This design comes from an exercise in tuning for small area, a short achievable clock period and few clock cycles per item on the open sky130 flow, not from production work. RTL that was checked went through simulation tests only; none was proved equivalent to the original. Power figures rest on the tool's default switching activity, not on a simulated workload.

Setup of run a:
Design facet_tile, start of the top module:
module facet_tile (
    input  wire        clk,
    input  wire        rst,
    input  wire        start,
    input  wire [1:0]  cls,           
    input  wire [31:0] crc_in,        
    output wire        idle,
    input  wire        in_valid,
    input  wire [7:0]  in_data,
    output wire        in_ready,
    output reg         out_valid,
    output reg  [63:0] out_data,
    input  wire        out_ready,
    output reg         done,
    output wire [3:0]  done_cause,    
    output wire [7:0]  done_offset,   
    output wire [31:0] done_arg,      
    output wire [31:0] done_crc       
);
For scale: roughly 190 I/O pins, about 18,000 um2 of cells after synthesis.
==> flow/config.mk <==
export PLATFORM = sky130hd
export DESIGN_NAME = facet_tile
export DESIGN_NICKNAME = facet_tile
export VERILOG_FILES = /design/flow/design.v
export SDC_FILE = /design/flow/constraint.sdc
export NUM_CORES = 4
export LEC_CHECK = 0
export CAP_MARGIN = 20
export CORE_MARGIN = 2
export CORE_UTILIZATION = 40
export PLACE_DENSITY = 0.6
export SLEW_MARGIN = 20
==> flow/constraint.sdc <==
create_clock -name core_clock -period 10.0 [get_ports {clk}]
set_input_delay 2.0000 -clock core_clock [delete_from_list [all_inputs] [get_ports {clk}]]
set_output_delay 2.0000 -clock core_clock [all_outputs]
set_load 0.01 [all_outputs]
run.sh (not shown) runs the stock make flow with config.mk's settings and CLKGATE_MAP_FILE= SYNTH_SCRIPT=/design/flow/synth_recipe.tcl, a recipe that flattens the netlist after the stock synthesis.
Run a completed end to end with timing, DRC and antenna clean.
diff inputs: run a => run b
# run a
export LEC_CHECK = 0
export CAP_MARGIN = 20
export CORE_MARGIN = 2
export CORE_UTILIZATION = 40
export PLACE_DENSITY = 0.6
export SLEW_MARGIN = 20
create_clock -name core_clock -period 10.0 [get_ports {clk}]
# run b
export LEC_CHECK = 0
export CAP_MARGIN = 20
export CORE_MARGIN = 2
export CORE_UTILIZATION = 30
export PLACE_DENSITY = 0.5
export SLEW_MARGIN = 20
create_clock -name core_clock -period 10.0 [get_ports {clk}]
Notes after the runs:
- Part of the total power dissipated in sequential elements down 0.2 points in run b wrt run a
- Relative to run a, the overall power of the completed layout of run b is higher by 1.0%.
- Going from run a to run b, number of cells on the worst reg-to-reg path shrinks by 1.
- The standard cells in run b occupy more silicon area than those in run a do.
- On switching portion of total power, run b tracks run a almost exactly.
- Changes observed in run b relative to run a: number of well taps went up 30%, hold slack went up by 0.013 ns, fmax flat, final cell count without fillers went up by 189.
- Run b has completed all stages; timing, DRC and antenna checks passed.
- Run b reports a higher setup slack than run a does.
- Against run a, run b comes in 1500 um higher on overall routed net length.
Function was not checked in any run of this note: the RTL went through the layout flow alone.

========
wip/sierra:
Another version of the RTL of facet_tile (not shown whole).
Size: ~1700 cells after synthesis, roughly 250 flip-flops, about 190 I/O pins, roughly 0.017 mm² of cells after synthesis.
Design facet_tile, start of the top module:
module facet_tile (
    input  wire        clk,
    input  wire        rst,
    input  wire        start,
    input  wire [1:0]  cls,           
    input  wire [31:0] crc_in,        
    output wire        idle,
    input  wire        in_valid,
    input  wire [7:0]  in_data,
    output wire        in_ready,
    output reg         out_valid,
    output reg  [63:0] out_data,
    input  wire        out_ready,
    output reg         done,
    output wire [3:0]  done_cause,    
    output wire [7:0]  done_offset,   
    output wire [31:0] done_arg,      
    output wire [31:0] done_crc       
);
    localparam [3:0] P_HDR   = 4'd0,
                     P_U1    = 4'd1,
                     P_C1    = 4'd2,
                     P_E     = 4'd3,
                     P_B1    = 4'd4,
                     P_B2    = 4'd5,
                     P_BMAP  = 4'd6,
                     P_NLEN  = 4'd7,
                     P_NCOD  = 4'd8,
                     P_TRAIL = 4'd9;    
    reg         busy;
    reg         idle_r;       
    reg  [1:0]  cls_q;
    reg  [8:0]  idx;          
    reg  [3:0]  pst;          
    reg         fail;         
  ...
==> flow/config.mk <==
export PLATFORM = sky130hd
export DESIGN_NAME = facet_tile
export DESIGN_NICKNAME = facet_tile
export VERILOG_FILES = /design/flow/design.v
export SDC_FILE = /design/flow/constraint.sdc
export NUM_CORES = 4
export LEC_CHECK = 0
export CAP_MARGIN = 20
export CORE_MARGIN = 2
export CORE_UTILIZATION = 60
export PLACE_DENSITY = 0.8
export SLEW_MARGIN = 20
==> flow/constraint.sdc <==
create_clock -name core_clock -period 10.0 [get_ports {clk}]
set_input_delay 2.0000 -clock core_clock [delete_from_list [all_inputs] [get_ports {clk}]]
set_output_delay 2.0000 -clock core_clock [all_outputs]
set_load 0.01 [all_outputs]
Testbench counts of wip/sierra, summed over its fixed seeds: cycles 528,443, tiles 1,920.
The following lists how wip/fjord was set up differently from wip/sierra:
Settings: a change of CORE_UTILIZATION from 60 to 50; a change of PLACE_DENSITY from 0.8 to 0.65.
==> summary.txt <==
- wip/fjord has completed all stages; timing, DRC and antenna checks passed.
- The global-route usage over all layers reported for wip/fjord is smaller than that of wip/sierra by 6.2 points.
- Clock-buffer cell count (wip/sierra / wip/fjord): 0.77
- Compared with wip/sierra, in wip/fjord summed area of non-filler cells in the final layout went up by about 0.44%; overall power went down by about 1.3%; post-cts gate resize count was more or less identical.
Inputs modified between wip/fjord and wip/indigo:
Settings: PLACE_DENSITY: 0.65 -> 0.5; CORE_UTILIZATION: 50 -> 30.
Notes after the runs:
wip/indigo reports a higher clock buffer count than wip/fjord does. Per the comparison of wip/indigo with wip/fjord, flip-flop and latch share of the layout cell area dropped 0.71 points, power increased about 0.6%, register-to-register setup slack saw an increase, global-route usage lower, power density relative to cell area fell by 7.0 mW/mm². Number of antenna violations at the first check in global routing is higher on wip/indigo. Looking at area added between synthesis and finish, wip/indigo sits 2.8 points higher than wip/fjord does. Diff wip/fjord -> wip/indigo | final design area excluding fillers | increase of about 2.3%. Going from wip/fjord to wip/indigo, final period demand of the worst path fell 0.095 ns, non-clock buffer count in the final layout rose 1.
Input changes introduced in wip/tundra (baseline for comparison: wip/indigo):
Settings: CORE_UTILIZATION now 40, was 30; PLACE_DENSITY now 0.6, was 0.5.
## What came out
Compared with wip/indigo, in wip/tundra clock network fraction of total power now smaller; global-route usage now larger; layout buffering overhead excluding clock cells now larger.
diff inputs: wip/tundra => wip/quartz
Settings: ABC_AREA: unset -> 1.
## What came out
- Against wip/tundra, power consumption in wip/quartz came out better.
- wip/quartz vs wip/tundra — via count climbed by more than half
- Looking only at first-iteration DRC count, and setting everything else aside, the higher value of wip/tundra and wip/quartz goes to wip/quartz.
- Compared with wip/tundra, in wip/quartz total non-filler cell area in the finished layout saw an increase, wire length per cell -4.7 µm, synthesized-area fraction occupied by adder cells now smaller, detail-routed via count per cell -4.6%.

========
Setup of run A:
facet_tile, a different RTL version from the one above (not shown whole).
Size: ~250 flip-flops, about 190 I/O pins, roughly 17000 um2 of cells after synthesis.
Design facet_tile, start of the top module:
module facet_tile (
    input  wire        clk,
    input  wire        rst,
    input  wire        start,
    input  wire [1:0]  cls,           
    input  wire [31:0] crc_in,        
    output wire        idle,
    input  wire        in_valid,
    input  wire [7:0]  in_data,
    output wire        in_ready,
    output reg         out_valid,
    output reg  [63:0] out_data,
    input  wire        out_ready,
    output reg         done,
    output wire [3:0]  done_cause,    
    output wire [7:0]  done_offset,   
    output wire [31:0] done_arg,      
    output wire [31:0] done_crc       
);
Settings: LEC_CHECK=0, CAP_MARGIN=20, CORE_MARGIN=2, CORE_UTILIZATION=30, PLACE_DENSITY=0.5, SLEW_MARGIN=20; clock period 10.0 ns.
Run A: full flow OK, the timing, design-rule and antenna checks passed
Testbench counts of run A, summed over its fixed seeds: cycles 528,443, tiles 1,920.
The following lists how run B was set up differently from run A:
# run A
export LEC_CHECK = 0
export CAP_MARGIN = 20
export CORE_MARGIN = 2
export CORE_UTILIZATION = 30
export PLACE_DENSITY = 0.5
export SLEW_MARGIN = 20
create_clock -name core_clock -period 10.0 [get_ports {clk}]
# run B
export LEC_CHECK = 0
export CAP_MARGIN = 20
export CORE_MARGIN = 2
export CORE_UTILIZATION = 30
export CTS_CLUSTER_DIAMETER = 100
export CTS_CLUSTER_SIZE = 30
export PLACE_DENSITY = 0.5
export SLEW_MARGIN = 20
create_clock -name core_clock -period 10.0 [get_ports {clk}]
Results
Summary of run B over run A: tightest hold margin shows an increase of 0.0067 ns; share of cell area taken by multi-input logic gates went up by 1.1 points; antenna diode count neither gained nor lost much; design area went down by about 2.3%; via count shrank by 69.
## Diff of input files: run C against run B
# run B
export LEC_CHECK = 0
export CAP_MARGIN = 20
export CORE_MARGIN = 2
export CORE_UTILIZATION = 30
export CTS_CLUSTER_DIAMETER = 100
export CTS_CLUSTER_SIZE = 30
export PLACE_DENSITY = 0.5
export SLEW_MARGIN = 20
create_clock -name core_clock -period 10.0 [get_ports {clk}]
# run C
export LEC_CHECK = 0
export CAP_MARGIN = 20
export CORE_MARGIN = 2
export CORE_UTILIZATION = 30
export CTS_CLUSTER_DIAMETER = 70
export CTS_CLUSTER_SIZE = 30
export PLACE_DENSITY = 0.5
export SLEW_MARGIN = 20
create_clock -name core_clock -period 10.0 [get_ports {clk}]
## What came out
Going from run B to run C, the global routing met2 resource utilization was found to have gone up by 0.20 points.
Number of fillers in the final layout in run C vs run B: down about 0.4%
Diff run B..run C | share of synthesized registers carrying an async set or reset | negligible
NOTE: wire length of the first global-routing pass in run C exceeds that of run B
Taking run B as the reference, in run C number of clock buffer instances in the layout saw an increase; average wire length per cell after detail routing saw a decrease.
The inputs of run D differ from those of run C as listed below.
# run C
export LEC_CHECK = 0
export CAP_MARGIN = 20
export CORE_MARGIN = 2
export CORE_UTILIZATION = 30
export CTS_CLUSTER_DIAMETER = 70
export CTS_CLUSTER_SIZE = 30
export PLACE_DENSITY = 0.5
export SLEW_MARGIN = 20
create_clock -name core_clock -period 10.0 [get_ports {clk}]
# run D
export LEC_CHECK = 0
export CAP_MARGIN = 20
export CORE_MARGIN = 2
export CORE_UTILIZATION = 30
export CTS_CLUSTER_DIAMETER = 100
export CTS_CLUSTER_SIZE = 30
export GPL_TIMING_DRIVEN = 1
export PLACE_DENSITY = 0.5
export SLEW_MARGIN = 20
create_clock -name core_clock -period 10.0 [get_ports {clk}]
Notes after the runs:
Run D finished every step from synthesis to the final layout, and the layout passed the timing, design-rule and antenna checks. Comparing run C and run D, part of the total power dissipated in the clock network is higher on run C. Diff run C -> run D: clock input transition at the sequential cells of the worst setup and hold paths moved up; maximum frequency moved up; utilization moved down.

========
orange:
Another version of the RTL of facet_tile (not shown whole).
Size: about 250 flip-flops, ~190 I/O pins.
export LEC_CHECK = 0
export CAP_MARGIN = 20
export CORE_MARGIN = 2
export CORE_UTILIZATION = 30
export CTS_CLUSTER_DIAMETER = 100
export CTS_CLUSTER_SIZE = 28
export GPL_TIMING_DRIVEN = 0
export PLACE_DENSITY = 0.5
export SLEW_MARGIN = 20
create_clock -name core_clock -period 10.0 [get_ports {clk}]
In summary, orange completed successfully, with a layout that passed the timing, design-rule and antenna checks.
Testbench counts of orange, summed over its fixed seeds: cycles 516,466, tiles 1,920.
The inputs of green differ from those of orange as listed below.
- a change of PLACE_DENSITY from 0.5 to 0.45
- a change of CTS_CLUSTER_SIZE from 28 to 30
- a change of CTS_CLUSTER_DIAMETER from 100 to 90
- a change of CORE_UTILIZATION from 30 to 25
Per the comparison of green with orange, final-layout non-clock buffer area share has remained practically unchanged; relative contribution of combinational cells to total power shrank by 0.7 points; via count held.
Global-route usage | green below orange
orange tops out at a higher clock frequency than green.
Total power: green above orange
Going from orange to green, detailed-route wire length per cell comparable, reported leakage power shows an increase of about 0.7%.

========
== build 18 ==
facet_tile with an RTL version that a note above also has.
Size in the first run: roughly 1600 cells after synthesis, ~250 flip-flops, about 190 I/O pins.
Design facet_tile, start of the top module:
module facet_tile (
    input  wire        clk,
    input  wire        rst,
    input  wire        start,
    input  wire [1:0]  cls,           
    input  wire [31:0] crc_in,        
    output wire        idle,
    input  wire        in_valid,
    input  wire [7:0]  in_data,
    output wire        in_ready,
    output reg         out_valid,
    output reg  [63:0] out_data,
    input  wire        out_ready,
    output reg         done,
    output wire [3:0]  done_cause,    
    output wire [7:0]  done_offset,   
    output wire [31:0] done_arg,      
    output wire [31:0] done_crc       
);
    localparam [3:0] P_HDR   = 4'd0,
                     P_U1    = 4'd1,
                     P_C1    = 4'd2,
                     P_E     = 4'd3,
                     P_B1    = 4'd4,
                     P_B2    = 4'd5,
                     P_BMAP  = 4'd6,
                     P_NLEN  = 4'd7,
                     P_NCOD  = 4'd8,
                     P_TRAIL = 4'd9;    
    reg         busy;
    reg         idle_r;       
    reg  [1:0]  cls_q;
    reg  [8:0]  idx;          
  ...
Settings: LEC_CHECK=0, CAP_MARGIN=20, CORE_MARGIN=2, CORE_UTILIZATION=40, PLACE_DENSITY=0.6, SLEW_MARGIN=20; clock period 10.0 ns.
Testbench counts of build 18, summed over its fixed seeds: cycles 528,443, tiles 1,920.
#### Input delta (build 84 over build 18)
Settings: CTS_CLUSTER_SIZE: unset -> 30; CTS_CLUSTER_DIAMETER: unset -> 100; CAP_MARGIN: 20 -> 0; PLACE_DENSITY: 0.6 -> 0.5; SLEW_MARGIN: 20 -> 0; CORE_UTILIZATION: 40 -> 30.
## What came out
Utilization build 18 -> build 84: down
Build 84 ended with more longest individual stage delay on the worst path than build 18.
Build 84 vs. build 18: total power shrank by 3.7%; number of clock-tree buffers in the layout went down by 17; total length of routed met2 wires moved up; global-route total usage across every layer fell 4.6 points.
Looking only at measured slew at the worst slew-check pin, and setting everything else aside, the lower value of build 18 and build 84 goes to build 18.
The setup slack of build 84 is smaller than that of build 18.
Re sequential share of layout area: build 84 is 0.50 points up on build 18.

========
lane 1:
facet_tile with an RTL version that a note above also has.
Size: roughly 1700 cells after synthesis, ~190 I/O pins, about 17000 um^2 of cells after synthesis.
==> flow/config.mk <==
export PLATFORM = sky130hd
export DESIGN_NAME = facet_tile
export DESIGN_NICKNAME = facet_tile
export VERILOG_FILES = /design/flow/design.v
export SDC_FILE = /design/flow/constraint.sdc
export NUM_CORES = 4
export LEC_CHECK = 0
export CAP_MARGIN = 20
export CORE_MARGIN = 2
export CORE_UTILIZATION = 30
export CTS_CLUSTER_DIAMETER = 90
export CTS_CLUSTER_SIZE = 30
export GPL_TIMING_DRIVEN = 0
export PLACE_DENSITY = 0.55
export SLEW_MARGIN = 20
==> flow/constraint.sdc <==
create_clock -name core_clock -period 10.0 [get_ports {clk}]
set_input_delay 2.0000 -clock core_clock [delete_from_list [all_inputs] [get_ports {clk}]]
set_output_delay 2.0000 -clock core_clock [all_outputs]
set_load 0.01 [all_outputs]
Lane 1 finished every step from synthesis to the final layout, and the layout passed the timing, design-rule and antenna checks.
Testbench counts of lane 1, summed over its fixed seeds: cycles 516,466, tiles 1,920.
Here is what was changed in the inputs of lane 2 compared with lane 1.
Settings: clearing GPL_TIMING_DRIVEN, which used to be 0; swapping 0.55 for 0.65 in PLACE_DENSITY; clearing CTS_CLUSTER_DIAMETER, which used to be 90; swapping 30 for 50 in CORE_UTILIZATION; clearing CTS_CLUSTER_SIZE, which used to be 30.
Results
Worst path setup slack after routing ended up 0.064 ns lower on lane 2 than on lane 1. Of lane 2 and lane 1, it is lane 2 that has the higher power. In the reports for lane 2 and lane 1, the smaller part of the power in combinational logic belongs to lane 2. On total number of cells along the worst setup path, the lower figure sits with lane 1, not lane 2.
The following lists how lane 3 was set up differently from lane 2:
Settings: CORE_UTILIZATION changed from 50 to 30; PLACE_DENSITY changed from 0.65 to 0.5; CTS_CLUSTER_SIZE newly set to 30; CTS_CLUSTER_DIAMETER newly set to 100.
Results
- Lane 3: no failed stages, no open violations at the end
- Lane 3 vs lane 2: final critical-path setup slack down in lane 3
- Overall routed net length, lane 3 vs lane 2: up by a little under 10%
- Lane 2 -> lane 3: final net count decreased slightly
- Lane 2 → lane 3: sequential share of layout area lower, layout overhead on the synthesized area rose 1.1 points, part of the total power dissipated in the clock network lost 1.4 points, worst setup skew after layout increased by 0.048 ns relative to the old numbers, total power draw -about 2%.
- Per the comparison of lane 3 with lane 2, final sequential cell count neither gained nor lost much, delay of the slowest critical-path stage picked up an extra 0.04 ns.
Here is what was changed in the inputs of lane 4 compared with lane 3.
Settings: a change of CTS_CLUSTER_DIAMETER from 100 to 90; a change of PLACE_DENSITY from 0.5 to 0.55; a change of CORE_UTILIZATION from 30 to 35; an added GPL_TIMING_DRIVEN of 0.
[summary]
Lane 4 reached the final stage; the timing, design-rule and antenna checks on its layout passed.
Taking lane 3 as 1.0, lane 4 lands at 1.06 on routed wire length.
Compared with lane 3, largest net degree at the start of global routing in lane 4 decreased by more than half.
Lower clock input transition at the sequential cells of the worst setup and hold paths among lane 3 and lane 4: lane 3
The final area number comes out lower for lane 3 vs lane 4.
When the final numbers for lane 3 and lane 4 were put side by side, the via count turned out to be greater in lane 4.
The higher sequential share of layout area of lane 3 and lane 4 is in lane 3.
Lane 4 against lane 3: worst setup slack before clock tree synthesis went down by 0.21 ns; clock skew fell by 0.026 ns; worst-case reg-to-reg path depth moved down; first-pass GRT wire length higher.
diff inputs: lane 4 => lane 5
Settings: PLACE_DENSITY: 0.55 -> 0.5; CORE_UTILIZATION: 35 -> 30; CTS_CLUSTER_DIAMETER: 90 -> 100.
==> summary.txt <==
In lane 5, count of placed standard cells including taps is higher than in lane 4. out_data[38] as the critical path capture point was reported by lane 4, and out_data[56] by lane 5. Lane 5 leaves more setup margin than lane 4. Compared with lane 4, in lane 5 length in cells of the worst reg-to-reg path grew by 2, global-route usage decreased by 4.2 points relative to the old numbers, post-place setup slack rose 0.083 ns, data arrival time at the worst-slack endpoint saw a decrease.

static timing again, ports no longer ideal:
Ports are ideal in the flow. The routed layouts listed here were re-timed in OpenROAD.
Step 1: set_driving_cell puts a clkbuf_16 on clk and a buf_2 on each other input, an assumption about the parent block.
Step 2 also shifts input and output timing later by t, the mid clock arrival at the registers, as if the neighbouring blocks saw the same clock.
Slacks: ideal / step 1 / step 2; pairs: ideal / step 1.
| run | shift t [ns] | setup slack, ns | hold slack, ns | worst setup path at the end |
|---|---|---|---|---|
| run a of note 1 | 0.643 | 6.208 / 6.153 / 5.633 | 0.479 / 0.479 / 0.479 | input to register |
| run b of note 1 | 0.593 | 6.217 / 6.214 / 5.622 | 0.492 / 0.492 / 0.492 | input to register |
| wip/sierra | 0.611 | 5.910 / 5.856 / 5.786 | 0.477 / 0.477 / 0.477 | input to register |
| wip/fjord | 0.626 | 5.893 / 5.843 / 5.777 | 0.476 / 0.476 / 0.476 | input to register |
| wip/indigo | 0.653 | 5.989 / 5.927 / 5.787 | 0.476 / 0.476 / 0.476 | input to register |
| wip/tundra | 0.617 | 5.940 / 5.888 / 5.757 | 0.471 / 0.471 / 0.471 | input to register |
| wip/quartz | 0.670 | 5.982 / 5.921 / 5.812 | 0.450 / 0.450 / 0.450 | input to register |
| run A of note 3 | 0.643 | 5.967 / 5.915 / 5.758 | 0.464 / 0.464 / 0.464 | input to register |
| run B of note 3 | 0.589 | 6.011 / 5.959 / 5.768 | 0.471 / 0.471 / 0.471 | input to register |
| run C of note 3 | 0.630 | 5.972 / 5.918 / 5.757 | 0.470 / 0.470 / 0.470 | input to register |
| run D of note 3 | 0.589 | 6.011 / 5.959 / 5.768 | 0.471 / 0.471 / 0.471 | input to register |
| orange | 0.593 | 6.123 / 6.063 / 5.689 | 0.455 / 0.455 / 0.455 | input to register |
| green | 0.612 | 6.067 / 6.005 / 5.656 | 0.490 / 0.490 / 0.490 | input to register |
| build 18 | 0.644 | 6.020 / 5.963 / 5.867 | 0.466 / 0.466 / 0.466 | input to register |
| build 84 | 0.590 | 6.008 / 5.956 / 5.775 | 0.471 / 0.471 / 0.471 | input to register |
| lane 1 | 0.622 | 5.960 / 5.960 / 5.655 | 0.467 / 0.467 / 0.467 | input to register |
| lane 2 | 0.608 | 5.897 / 5.887 / 5.817 | 0.493 / 0.493 / 0.493 | input to register |
| lane 3 | 0.619 | 5.883 / 5.821 / 5.769 | 0.490 / 0.490 / 0.490 | input to register |
| lane 4 | 0.594 | 6.052 / 6.001 / 5.608 | 0.466 / 0.466 / 0.466 | input to register |
| lane 5 | 0.592 | 6.123 / 6.058 / 5.675 | 0.477 / 0.477 / 0.477 | input to register |
After both steps setup and hold are still met in every run listed. For run b of note 1, which loses most, drivers alone change the setup slack by -0.003 ns; drivers and shift together by -0.595 ns.
